Source: an optimization exercise on an open RTL-to-GDS flow (aim: small area and a short achievable clock period). Production flows keep margins and buffers that such runs may drop. RTL that was checked went through simulation tests only; none was proved equivalent to the original.

## chk_unit
module chk_unit (
    input  wire        clk,
    input  wire        rst,           
    input  wire        wr_cfg,        
    input  wire        wr_init,       
    input  wire        wr_value,      
    input  wire [31:0] wdata,
    input  wire        s_valid,
    input  wire [63:0] s_data,        
    input  wire [2:0]  s_nbm1,        
    input  wire        s_last,        
    input  wire        s_check,       
    output wire [1:0]  code,
    output wire [31:0] value,
    output wire [31:0] result,
    output wire        residue_ok,
    output wire [15:0] fail_cnt,
    output wire [15:0] refused_cnt
);
    function [31:0] width_mask(input [1:0] c);
        case (c)
            2'd0, 2'd1: width_mask = 32'hFFFF_FFFF;
            2'd2:       width_mask = 32'h0000_FFFF;
            default:    width_mask = 32'h0000_00FF;
        endcase
    endfunction
    function [31:0] init_value(input [1:0] c);
        case (c)
            2'd0, 2'd1: init_value = 32'hFFFF_FFFF;
            2'd2:       init_value = 32'h0000_FFFF;
            default:    init_value = 32'h0000_0000;
        endcase
    endfunction
    function [31:0] final_xor(input [1:0] c);
        case (c)
            2'd0, 2'd1: final_xor = 32'hFFFF_FFFF;
            2'd2:       final_xor = 32'h0000_FFFF;
            default:    final_xor = 32'h0000_0000;
  ...
Size in the first run: ~2300 cells after synthesis, roughly 19000 um^2 of cells after synthesis.
make LEC_CHECK=0 CAP_MARGIN=20 CORE_MARGIN=2 CORE_UTILIZATION=70 SETUP_SLACK_MARGIN=2 SLEW_MARGIN=20 finish   # period 25.0 ns
run.sh (not shown) runs the stock make flow with config.mk's settings and CLKGATE_MAP_FILE= SYNTH_SCRIPT=/design/flow/synth_recipe.tcl, a recipe that flattens the netlist after the stock synthesis.
The starting point did not get past 5_1_grt (GRT-0116).
Change:
==> flow/flow/run.sh (new file) <==
#!/bin/bash
# Standard layout, with the three-input XOR cells kept out of synthesis and
# optimisation (two XOR2 are smaller than one XOR3 in this library).
set -euo pipefail
cat >> config.mk <<'EOC'
export DONT_USE_CELLS = sky130_fd_sc_hd__xor3_1 sky130_fd_sc_hd__xor3_2 sky130_fd_sc_hd__xor3_4 sky130_fd_sc_hd__xnor3_1 sky130_fd_sc_hd__xnor3_2 sky130_fd_sc_hd__xnor3_4
EOC
bash standard.sh SETUP_SLACK_MARGIN=15 finish > standard.log 2>&1
==> flow/standard.sh (new file) <==
#!/bin/bash
# synth_recipe.tcl (not shown) runs the flow's synth.tcl, then flattens the netlist and writes it again
# the make line also repeats each setting of config.mk as NAME=value (left out here)
make -C /OpenROAD-flow-scripts/flow DESIGN_CONFIG=/design/flow/config.mk WORK_HOME=/design/flow/orfs CLKGATE_MAP_FILE= SYNTH_SCRIPT=/design/flow/synth_recipe.tcl "${@:-finish}"
CORE_UTILIZATION = 40   (was 70)
DONT_USE_CELLS = sky130_fd_sc_hd__xor3_1 sky130_fd_sc_hd__xor3_2 sky130_fd_sc_hd__xor3_4 sky130_fd_sc_hd__xnor3_1 sky130_fd_sc_hd__xnor3_2 sky130_fd_sc_hd__xnor3_4   (was unset)
removed: flow/run.sh
After rerunning: Now the flow finished clean. Synthesized cell count grows by a few percent. Area after synthesis drops slightly.
Change:
==> flow/run.sh (new file) <==
#!/bin/bash
# synth_recipe.tcl (not shown) runs the flow's synth.tcl, then flattens the netlist and writes it again
# the make line also repeats each setting of config.mk as NAME=value (left out here)
make -C /OpenROAD-flow-scripts/flow DESIGN_CONFIG=/design/flow/config.mk WORK_HOME=/design/flow/orfs CLKGATE_MAP_FILE= SYNTH_SCRIPT=/design/flow/synth_recipe.tcl finish
CAP_MARGIN = 50   (was 20)
DONT_USE_CELLS = unset   (was sky130_fd_sc_hd__xor3_1 sky130_fd_sc_hd__xor3_2 sky130_fd_sc_hd__xor3_4 sky130_fd_sc_hd__xnor3_1 sky130_fd_sc_hd__xnor3_2 sky130_fd_sc_hd__xnor3_4)
SLEW_MARGIN = 70   (was 20)
removed: flow/flow/run.sh
removed: flow/standard.sh
Effect: The changed run passed the timing, DRC and antenna checks; setup slack improved by 190 ps; utilization is higher by 7.5 points; design area is higher by 18%; clock skew is about the same; wire length is higher by 8.6%; fmax is higher by 1.9%; first-iteration DRC count is lower by 11%; critical path depth is higher by 4.
Change:
==> flow/flow/run.sh (new file) <==
#!/bin/bash
# Standard layout, with the three-input XOR cells kept out of synthesis and
# optimisation (two XOR2 are smaller than one XOR3 in this library).
set -euo pipefail
cat >> config.mk <<'EOC'
export DONT_USE_CELLS = sky130_fd_sc_hd__xor3_1 sky130_fd_sc_hd__xor3_2 sky130_fd_sc_hd__xor3_4 sky130_fd_sc_hd__xnor3_1 sky130_fd_sc_hd__xnor3_2 sky130_fd_sc_hd__xnor3_4
EOC
bash standard.sh finish > standard.log 2>&1
==> flow/standard.sh (new file) <==
#!/bin/bash
# synth_recipe.tcl (not shown) runs the flow's synth.tcl, then flattens the netlist and writes it again
# the make line also repeats each setting of config.mk as NAME=value (left out here)
make -C /OpenROAD-flow-scripts/flow DESIGN_CONFIG=/design/flow/config.mk WORK_HOME=/design/flow/orfs CLKGATE_MAP_FILE= SYNTH_SCRIPT=/design/flow/synth_recipe.tcl "${@:-finish}"
CAP_MARGIN = 20   (was 50)
DONT_USE_CELLS = sky130_fd_sc_hd__xor3_1 sky130_fd_sc_hd__xor3_2 sky130_fd_sc_hd__xor3_4 sky130_fd_sc_hd__xnor3_1 sky130_fd_sc_hd__xnor3_2 sky130_fd_sc_hd__xnor3_4   (was unset)
SLEW_MARGIN = 20   (was 70)
removed: flow/run.sh
The changed run completed with no timing, DRC or antenna violations.
Maximum frequency goes down by 7.2%.
Register-to-register slack degrades by 610 ps.
Clock-buffer cell count goes up by 2.
Cell count goes down by about 2.5%.
Sequential share of layout area goes up by 0.83 points.
Cell area goes down by about 15%.
Routed wire length goes down by 8.1%.
Function was not checked in any run of this note: the RTL went through the layout flow alone.

run A:
chk_unit, a different RTL version from the one above (not shown whole).
Size: about 210 I/O pins, roughly 0.016 sq mm of cells after synthesis.
export LEC_CHECK = 0
export CAP_MARGIN = 20
export CORE_MARGIN = 2
export CORE_UTILIZATION = 62
export SETUP_SLACK_MARGIN = 2
export SLEW_MARGIN = 40
export TNS_END_PERCENT = 10
export DONT_USE_CELLS = sky130_fd_sc_hd__xor3_1 sky130_fd_sc_hd__xor3_2 sky130_fd_sc_hd__xor3_4 sky130_fd_sc_hd__xnor3_1 sky130_fd_sc_hd__xnor3_2 sky130_fd_sc_hd__xnor3_4
export BUFFER_PORTS_ARGS = -buffer_cell sky130_fd_sc_hd__buf_1
create_clock -name core_clock -period 25.0 [get_ports {clk}]
standard.sh (not shown) runs the stock make flow with config.mk's settings and CLKGATE_MAP_FILE= SYNTH_SCRIPT=/design/flow/synth_recipe.tcl, a recipe that flattens the netlist after the stock synthesis.
==> flow/flow/run.sh <==
#!/bin/bash
# Standard layout (the standard.sh) with these changes:
#  - synthesis uses no three-input XOR cells (two XOR2 are smaller than one
#    XOR3 here) and XOR2 cells only in their smallest size (synthesis upsizes
#    them for a delay target far below the clock period); after synthesis the
#    XOR2 sizes are allowed again, for the timing repair to use where needed;
#  - ports buffered with the smallest buffer instead of a delay buffer;
#  - the timing repair aims for more setup slack than the design's margin.
set -euo pipefail
cp config.mk config_base.mk
XOR3="sky130_fd_sc_hd__xor3_1 sky130_fd_sc_hd__xor3_2 sky130_fd_sc_hd__xor3_4 sky130_fd_sc_hd__xnor3_1 sky130_fd_sc_hd__xnor3_2 sky130_fd_sc_hd__xnor3_4"
XOR2="sky130_fd_sc_hd__xnor2_2 sky130_fd_sc_hd__xnor2_4 sky130_fd_sc_hd__xor2_2 sky130_fd_sc_hd__xor2_4"
{ cat config_base.mk
  echo "export DONT_USE_CELLS = $XOR3 $XOR2"
  echo "export BUFFER_PORTS_ARGS = -buffer_cell sky130_fd_sc_hd__buf_1"; } > config.mk
bash standard.sh SETUP_SLACK_MARGIN=${MARGIN:-16} synth > standard_synth.log 2>&1
{ cat config_base.mk
  echo "export DONT_USE_CELLS = $XOR3"
  echo "export BUFFER_PORTS_ARGS = -buffer_cell sky130_fd_sc_hd__buf_1"; } > config.mk
bash standard.sh SETUP_SLACK_MARGIN=${MARGIN:-16} finish > standard.log 2>&1
Input-level comparison between run B and run A:
# run A
export LEC_CHECK = 0
export CAP_MARGIN = 20
export CORE_MARGIN = 2
export CORE_UTILIZATION = 62
export SETUP_SLACK_MARGIN = 2
export SLEW_MARGIN = 40
export TNS_END_PERCENT = 10
export DONT_USE_CELLS = sky130_fd_sc_hd__xor3_1 sky130_fd_sc_hd__xor3_2 sky130_fd_sc_hd__xor3_4 sky130_fd_sc_hd__xnor3_1 sky130_fd_sc_hd__xnor3_2 sky130_fd_sc_hd__xnor3_4
export BUFFER_PORTS_ARGS = -buffer_cell sky130_fd_sc_hd__buf_1
create_clock -name core_clock -period 25.0 [get_ports {clk}]
# run B
export LEC_CHECK = 0
export CAP_MARGIN = 20
export CORE_MARGIN = 2
export CORE_UTILIZATION = 62
export SETUP_SLACK_MARGIN = 2
export SLEW_MARGIN = 40
export DONT_USE_CELLS = sky130_fd_sc_hd__xor3_1 sky130_fd_sc_hd__xor3_2 sky130_fd_sc_hd__xor3_4 sky130_fd_sc_hd__xnor3_1 sky130_fd_sc_hd__xnor3_2 sky130_fd_sc_hd__xnor3_4 sky130_fd_sc_hd__xnor2_2 sky130_fd_sc_hd__xnor2_4 sky130_fd_sc_hd__xor2_2 sky130_fd_sc_hd__xor2_4
export BUFFER_PORTS_ARGS = -buffer_cell sky130_fd_sc_hd__buf_1
create_clock -name core_clock -period 25.0 [get_ports {clk}]
==> flow/flow/run.sh <==
#!/bin/bash
# Standard layout (the standard.sh) with these changes:
#  - no three-input XOR cells (two XOR2 are smaller than one XOR3 here), and
#    XOR2 cells only in their smallest size (synthesis upsizes them for a
#    delay target far below the clock period);
#  - ports buffered with the smallest buffer instead of a delay buffer;
#  - the timing repair aims for more setup slack than the design's margin.
set -euo pipefail
cat >> config.mk <<'EOC'
export DONT_USE_CELLS = sky130_fd_sc_hd__xor3_1 sky130_fd_sc_hd__xor3_2 sky130_fd_sc_hd__xor3_4 sky130_fd_sc_hd__xnor3_1 sky130_fd_sc_hd__xnor3_2 sky130_fd_sc_hd__xnor3_4 sky130_fd_sc_hd__xnor2_2 sky130_fd_sc_hd__xnor2_4 sky130_fd_sc_hd__xor2_2 sky130_fd_sc_hd__xor2_4
export BUFFER_PORTS_ARGS = -buffer_cell sky130_fd_sc_hd__buf_1
EOC
bash standard.sh SETUP_SLACK_MARGIN=${MARGIN:-17} finish > standard.log 2>&1
Findings:
Run B | ERROR | global routing. Changes observed in run B relative to run A: number of port buffers held steady, share of synthesized cell area in full adder, half adder and majority cells held steady, boundary pin count held steady, die boundary width held steady, number of flip-flops and latches in the synthesized netlist held steady. Changes observed in run B relative to run A: worst slack after detailed placement -370 ps; post-CTS resize count now larger; proportion of synthesized flip-flops having asynchronous set or reset has remained practically unchanged.
Modified inputs, run C compared to run B
# run B
export LEC_CHECK = 0
export CAP_MARGIN = 20
export CORE_MARGIN = 2
export CORE_UTILIZATION = 62
export SETUP_SLACK_MARGIN = 2
export SLEW_MARGIN = 40
export DONT_USE_CELLS = sky130_fd_sc_hd__xor3_1 sky130_fd_sc_hd__xor3_2 sky130_fd_sc_hd__xor3_4 sky130_fd_sc_hd__xnor3_1 sky130_fd_sc_hd__xnor3_2 sky130_fd_sc_hd__xnor3_4 sky130_fd_sc_hd__xnor2_2 sky130_fd_sc_hd__xnor2_4 sky130_fd_sc_hd__xor2_2 sky130_fd_sc_hd__xor2_4
export BUFFER_PORTS_ARGS = -buffer_cell sky130_fd_sc_hd__buf_1
create_clock -name core_clock -period 25.0 [get_ports {clk}]
# run C
export LEC_CHECK = 0
export CAP_MARGIN = 20
export CORE_MARGIN = 2
export CORE_UTILIZATION = 55
export SETUP_SLACK_MARGIN = 2
export SLEW_MARGIN = 40
export TNS_END_PERCENT = 10
export DONT_USE_CELLS = sky130_fd_sc_hd__xor3_1 sky130_fd_sc_hd__xor3_2 sky130_fd_sc_hd__xor3_4 sky130_fd_sc_hd__xnor3_1 sky130_fd_sc_hd__xnor3_2 sky130_fd_sc_hd__xnor3_4
export BUFFER_PORTS_ARGS = -buffer_cell sky130_fd_sc_hd__buf_1
create_clock -name core_clock -period 25.0 [get_ports {clk}]
==> flow/flow/run.sh <==
#!/bin/bash
# Standard layout (the standard.sh) with these changes:
#  - synthesis uses no three-input XOR cells (two XOR2 are smaller than one
#    XOR3 here) and XOR2 cells only in their smallest size (synthesis upsizes
#    them for a delay target far below the clock period); after synthesis the
#    XOR2 sizes are allowed again, for the timing repair to use where needed;
#  - ports buffered with the smallest buffer instead of a delay buffer;
#  - the timing repair aims for more setup slack than the design's margin.
set -euo pipefail
cp config.mk config_base.mk
XOR3="sky130_fd_sc_hd__xor3_1 sky130_fd_sc_hd__xor3_2 sky130_fd_sc_hd__xor3_4 sky130_fd_sc_hd__xnor3_1 sky130_fd_sc_hd__xnor3_2 sky130_fd_sc_hd__xnor3_4"
XOR2="sky130_fd_sc_hd__xnor2_2 sky130_fd_sc_hd__xnor2_4 sky130_fd_sc_hd__xor2_2 sky130_fd_sc_hd__xor2_4"
{ cat config_base.mk
  echo "export DONT_USE_CELLS = $XOR3 $XOR2"
  echo "export BUFFER_PORTS_ARGS = -buffer_cell sky130_fd_sc_hd__buf_1"; } > config.mk
bash standard.sh SETUP_SLACK_MARGIN=${MARGIN:-16.5} synth > standard_synth.log 2>&1
{ cat config_base.mk
  echo "export DONT_USE_CELLS = $XOR3"
  echo "export BUFFER_PORTS_ARGS = -buffer_cell sky130_fd_sc_hd__buf_1"; } > config.mk
bash standard.sh SETUP_SLACK_MARGIN=${MARGIN:-16.5} finish > standard.log 2>&1
### Flow results
Count of clock tree sinks came out exactly the same in run C and run B.
Per the final summary, run C finished and its layout is clean on timing, DRC and antenna.
Against run B, global placer's final weighted congestion in run C fell by a few percent.
Compared with run B, run C improves worst slack after detailed placement.
Share of the yosys chip area belonging to registers across run C and run B: no real change.
On run C: width of the die is 6.0% higher than what run B gave.
Against run B, run C comes in 343 lower on buffer count from post-CTS setup fixing.
Relative to run C, the following input files were edited for run D:
# run C
export LEC_CHECK = 0
export CAP_MARGIN = 20
export CORE_MARGIN = 2
export CORE_UTILIZATION = 55
export SETUP_SLACK_MARGIN = 2
export SLEW_MARGIN = 40
export TNS_END_PERCENT = 10
export DONT_USE_CELLS = sky130_fd_sc_hd__xor3_1 sky130_fd_sc_hd__xor3_2 sky130_fd_sc_hd__xor3_4 sky130_fd_sc_hd__xnor3_1 sky130_fd_sc_hd__xnor3_2 sky130_fd_sc_hd__xnor3_4
export BUFFER_PORTS_ARGS = -buffer_cell sky130_fd_sc_hd__buf_1
create_clock -name core_clock -period 25.0 [get_ports {clk}]
# run D
export LEC_CHECK = 0
export CAP_MARGIN = 20
export CORE_MARGIN = 2
export CORE_UTILIZATION = 65
export SETUP_SLACK_MARGIN = 2
export SLEW_MARGIN = 40
export DONT_USE_CELLS = sky130_fd_sc_hd__xor3_1 sky130_fd_sc_hd__xor3_2 sky130_fd_sc_hd__xor3_4 sky130_fd_sc_hd__xnor3_1 sky130_fd_sc_hd__xnor3_2 sky130_fd_sc_hd__xnor3_4 sky130_fd_sc_hd__xnor2_2 sky130_fd_sc_hd__xnor2_4 sky130_fd_sc_hd__xor2_2 sky130_fd_sc_hd__xor2_4
export BUFFER_PORTS_ARGS = -buffer_cell sky130_fd_sc_hd__buf_1
create_clock -name core_clock -period 25.0 [get_ports {clk}]
==> flow/flow/run.sh <==
#!/bin/bash
# Standard layout (the standard.sh) with these changes:
#  - no three-input XOR cells (two XOR2 are smaller than one XOR3 here), and
#    XOR2 cells only in their smallest size (synthesis upsizes them for a
#    delay target far below the clock period);
#  - ports buffered with the smallest buffer instead of a delay buffer;
#  - the timing repair aims for more setup slack than the design's margin.
set -euo pipefail
cat >> config.mk <<'EOC'
export DONT_USE_CELLS = sky130_fd_sc_hd__xor3_1 sky130_fd_sc_hd__xor3_2 sky130_fd_sc_hd__xor3_4 sky130_fd_sc_hd__xnor3_1 sky130_fd_sc_hd__xnor3_2 sky130_fd_sc_hd__xnor3_4 sky130_fd_sc_hd__xnor2_2 sky130_fd_sc_hd__xnor2_4 sky130_fd_sc_hd__xor2_2 sky130_fd_sc_hd__xor2_4
export BUFFER_PORTS_ARGS = -buffer_cell sky130_fd_sc_hd__buf_1
EOC
bash standard.sh SETUP_SLACK_MARGIN=${MARGIN:-15} finish > standard.log 2>&1
Of the two values seen for critical path launch point, s_nbm1[0] was produced by run C and s_nbm1[1] by run D. Compared to run C, run D has clock buffer count 1 lower. met2 capacity usage during global routing on run D is up relative to run C. Summary — smallest setup slack after layout, run D relative to run C: lower, by 1100 ps.

## static timing again, ports no longer ideal
No port has a modelled driver above. Below, the same layouts with a new extraction and two added sets of constraints. Step 1: set_driving_cell puts a clkbuf_16 on clk and a buf_2 on each other input, an assumption about the parent block. Step 2 times the ports against the registers' clock, not the clock port: input delays grow and output delays shrink by t, the midpoint of the rising clock arrivals with the driver on. a / b / c = ideal / step 1 / step 2; a / b = the first two.
| run | t, ns | setup WS [ns] | worst setup path at the end | slew at the worst register clock pin (ns) |
|---|---|---|---|---|
| the second run of note 1 | 0.382 | 14.814 / 14.832 / 14.450 | input to register | 0.07 / 0.07 |
| the third run of note 1 | 0.391 | 15.004 / 15.024 / 14.633 | input to register | 0.07 / 0.07 |
| the fourth run of note 1 | 0.385 | 14.226 / 14.242 / 13.857 | input to register | 0.07 / 0.07 |
| run A | 0.376 | 15.735 / 15.756 / 15.381 | input to register | 0.06 / 0.06 |
| run C | 0.374 | 16.255 / 16.278 / 15.904 | input to register | 0.06 / 0.06 |
| run D | 0.381 | 15.159 / 15.180 / 14.799 | input to register | 0.06 / 0.06 |
After both steps every run listed still meets setup and hold. The setup slack of the third run of note 1, which loses most, moves by +0.020 ns with the drivers and by -0.371 ns with both steps.
